Background: an optimization exercise with open tools, aiming at small area, a short achievable clock period and few clock cycles. Do not read the settings as production practice. RTL that was checked went through simulation tests only; none was proved equivalent to the original.

// sha256_block
module sha256_block (
    input  wire         clk,
    input  wire         rst_n,
    input  wire         in_valid,
    output wire         in_ready,
    input  wire         in_first,    
    input  wire [511:0] in_block,    
    output reg          out_valid,
    output wire [255:0] out_digest   
);
    localparam [31:0] IV_A = 32'h6a09e667, IV_B = 32'hbb67ae85,
                      IV_C = 32'h3c6ef372, IV_D = 32'ha54ff53a,
                      IV_E = 32'h510e527f, IV_F = 32'h9b05688c,
                      IV_G = 32'h1f83d9ab, IV_H = 32'h5be0cd19;
    localparam [31:0] K_0 = 32'h428a2f98;
    function [31:0] kconst;
        input [5:0] i;
        begin
            case (i)
                6'd0:  kconst = 32'h428a2f98; 6'd1:  kconst = 32'h71374491;
                6'd2:  kconst = 32'hb5c0fbcf; 6'd3:  kconst = 32'he9b5dba5;
                6'd4:  kconst = 32'h3956c25b; 6'd5:  kconst = 32'h59f111f1;
                6'd6:  kconst = 32'h923f82a4; 6'd7:  kconst = 32'hab1c5ed5;
                6'd8:  kconst = 32'hd807aa98; 6'd9:  kconst = 32'h12835b01;
                6'd10: kconst = 32'h243185be; 6'd11: kconst = 32'h550c7dc3;
                6'd12: kconst = 32'h72be5d74; 6'd13: kconst = 32'h80deb1fe;
                6'd14: kconst = 32'h9bdc06a7; 6'd15: kconst = 32'hc19bf174;
                6'd16: kconst = 32'he49b69c1; 6'd17: kconst = 32'hefbe4786;
                6'd18: kconst = 32'h0fc19dc6; 6'd19: kconst = 32'h240ca1cc;
                6'd20: kconst = 32'h2de92c6f; 6'd21: kconst = 32'h4a7484aa;
                6'd22: kconst = 32'h5cb0a9dc; 6'd23: kconst = 32'h76f988da;
  ...
For scale: roughly 7300 cells after synthesis, roughly 770 I/O pins, about 58000 um^2 of cells after synthesis.
Settings: LEC_CHECK=0, ABC_CLOCK_PERIOD_IN_PS=3500, CAP_MARGIN=20, CORE_MARGIN=2, CORE_UTILIZATION=40, PLACE_DENSITY=0.6, SLEW_MARGIN=20; clock period 11.0 ns.
run.sh (not shown) runs the stock make flow with config.mk's settings and CLKGATE_MAP_FILE= SYNTH_SCRIPT=/design/flow/synth_recipe.tcl, a recipe that flattens the netlist after the stock synthesis.
Change:
--- a/flow/design.v
+++ b/flow/design.v
@@ -50,36 +50,35 @@
                 6'd60: kconst = 32'h90befffa; 6'd61: kconst = 32'ha4506ceb;
                 6'd62: kconst = 32'hbef9a3f7; default: kconst = 32'hc67178f2;
             endcase
         end
     endfunction
     function [63:0] csa;
         input [31:0] x, y, z;
         begin
             csa = {x ^ y ^ z, ((x & y) | (x & z) | (y & z)) << 1};
         end
     endfunction
-    reg         busy;        
     reg  [6:0]  t;           
-    reg         first_q;     
-    wire        fin   = busy && (t == 7'd64);
-    wire        ready = !busy || fin;
-    wire        round = busy && !t[6];
+    reg         ready;       
+    reg         fin;         
+    reg         rot;         
+    reg         add_en;      
+    reg         ld_iv;       
     assign in_ready = ready;
     reg [31:0] a, b, c, d, e, f, g, hh;
     reg [31:0] w [0:15];           
     reg [31:0] ps, pc;             
     reg [31:0] qa0, qa1, qa2, qa3;  
     reg [31:0] qe0, qe1, qe2, qe3;  
     assign out_digest = {qa0, qa3, qa2, qa1, qe0, qe3, qe2, qe1};
-    wire        add_en = busy && (t >= 7'd61);
     wire [31:0] sum_a  = qa0 + (add_en ? a : 32'd0);
     wire [31:0] sum_e  = qe0 + (add_en ? e : 32'd0);
     wire [31:0] st_a = in_first ? IV_A : sum_a;
     wire [31:0] st_b = in_first ? IV_B : qa3;
     wire [31:0] st_c = in_first ? IV_C : qa2;
     wire [31:0] st_d = in_first ? IV_D : qa1;
     wire [31:0] st_e = in_first ? IV_E : sum_e;
     wire [31:0] st_f = in_first ? IV_F : qe3;
     wire [31:0] st_g = in_first ? IV_G : qe2;
     wire [31:0] st_h = in_first ? IV_H : qe1;
     wire [31:0] s1  = {e[5:0], e[31:6]} ^ {e[10:0], e[31:11]} ^ {e[24:0], e[31:25]};
@@ -97,34 +96,48 @@
     wire [31:0] e_new = ce3[63:32] + ce3[31:0];
     wire [31:0] ws0 = {w[1][6:0], w[1][31:7]} ^ {w[1][17:0], w[1][31:18]} ^ (w[1] >> 3);
     wire [31:0] ws1 = {w[14][16:0], w[14][31:17]} ^ {w[14][18:0], w[14][31:19]} ^ (w[14] >> 10);
     wire [63:0] cw1 = csa(ws1, w[9], ws0);
     wire [63:0] cw2 = csa(cw1[63:32], cw1[31:0], w[0]);
     wire [31:0] w_new = cw2[63:32] + cw2[31:0];
     wire [63:0] p_ld  = csa(st_h, K_0, in_block[511:480]);
     wire [63:0] p_run = csa(g, kconst(t[5:0] + 6'd1), w[1]);
     integer i;
     always @(posedge clk) begin
         if (!rst_n) begin
-            busy      <= 1'b0;
+            ready     <= 1'b1;
+            fin       <= 1'b0;
+            rot       <= 1'b0;
+            add_en    <= 1'b0;
+            ld_iv     <= 1'b0;
             out_valid <= 1'b0;
         end else begin
             out_valid <= fin;
             if (ready) begin
-                busy    <= in_valid;
-                t       <= 7'd0;
-                first_q <= in_first;
+                ready  <= !in_valid;
+                fin    <= 1'b0;
+                rot    <= 1'b0;
+                add_en <= 1'b0;
+                ld_iv  <= in_valid && in_first;
             end else begin
-                t <= t + 7'd1;
+                ready  <= (t == 7'd63);
+                fin    <= (t == 7'd63);
+                rot    <= (t >= 7'd59) && (t <= 7'd62);
+                add_en <= (t >= 7'd60);
+                ld_iv  <= 1'b0;
             end
         end
+    end
+    always @(posedge clk) begin
+        if (ready) t <= 7'd0;
+        else       t <= t + 7'd1;
     end
     always @(posedge clk) begin
         if (ready) begin
             {a, b, c, d, e, f, g, hh} <= {st_a, st_b, st_c, st_d, st_e, st_f, st_g, st_h};
             for (i = 0; i < 16; i = i + 1)
                 w[i] <= in_block[511 - 32*i -: 32];
             {ps, pc} <= p_ld;
         end else begin
             hh <= g;
             g  <= f;
             f  <= e;
@@ -132,23 +145,23 @@
             d  <= c;
             c  <= b;
             b  <= a;
             a  <= a_new;
             for (i = 0; i < 15; i = i + 1)
                 w[i] <= w[i + 1];
             w[15] <= w_new;
             {ps, pc} <= p_run;
         end
     end
     always @(posedge clk) begin
-        if (busy && t == 7'd0 && first_q) begin
+        if (ld_iv) begin
             {qa0, qa1, qa2, qa3} <= {IV_A, IV_D, IV_C, IV_B};
             {qe0, qe1, qe2, qe3} <= {IV_E, IV_H, IV_G, IV_F};
-        end else if (busy && t >= 7'd60 && t <= 7'd63) begin
+        end else if (rot) begin
             {qa0, qa1, qa2, qa3} <= {qa1, qa2, qa3, sum_a};
             {qe0, qe1, qe2, qe3} <= {qe1, qe2, qe3, sum_e};
         end else if (fin) begin
             qa0 <= sum_a;
             qe0 <= sum_e;
         end
     end
 endmodule
- The changed run finished with timing, DRC and antenna clean
- via count went down by 9.6%
- wire length drops by 4.5%
- clock skew is lower by 0.033 ns
- sequential share of layout area fell by 0.30 points
- count of clock-buffer cells in the layout rose by 8
- non-clock buffer count shrinks by 2
- sequential cell count came out higher by 3
- fmax came out higher by 13%
- die area stays flat
Testbench counts after the change, summed over its fixed seeds: cycles 208,016.
Only the layout flow was run in the first run of this note; the RTL was not checked for function there.

port drivers added, routing unchanged:
The flow's constraints put no driver on any port. The routed layouts listed below were extracted and timed again, unchanged, in two steps.
Step 1 (the two cells are an assumption about what drives the block):
set clk [get_ports {clk}]
set_driving_cell -lib_cell sky130_fd_sc_hd__clkbuf_16 $clk
set_driving_cell -lib_cell sky130_fd_sc_hd__buf_2 [delete_from_list [all_inputs] $clk]
Step 2 moves the port delays by t, midway between the first and last clock arrival at a register: inputs arrive t later, outputs are due t later. That takes back most of the time a late clock gives input paths.
Three values: ideal ports, drivers, drivers and shift; two values: the first two.
run	t (ns)	setup WS [ns]	clock arrival spread, ns	slew at the worst register clock pin (ns)	pins driven straight from the clock port
the first run	0.844	4.334 / 4.234 / 5.077	0.111 / 0.111	0.07 / 0.07	1
the second run	0.833	5.090 / 5.090 / 5.090	0.078 / 0.079	0.07 / 0.07	1
After both steps setup and hold are still met in every run listed.
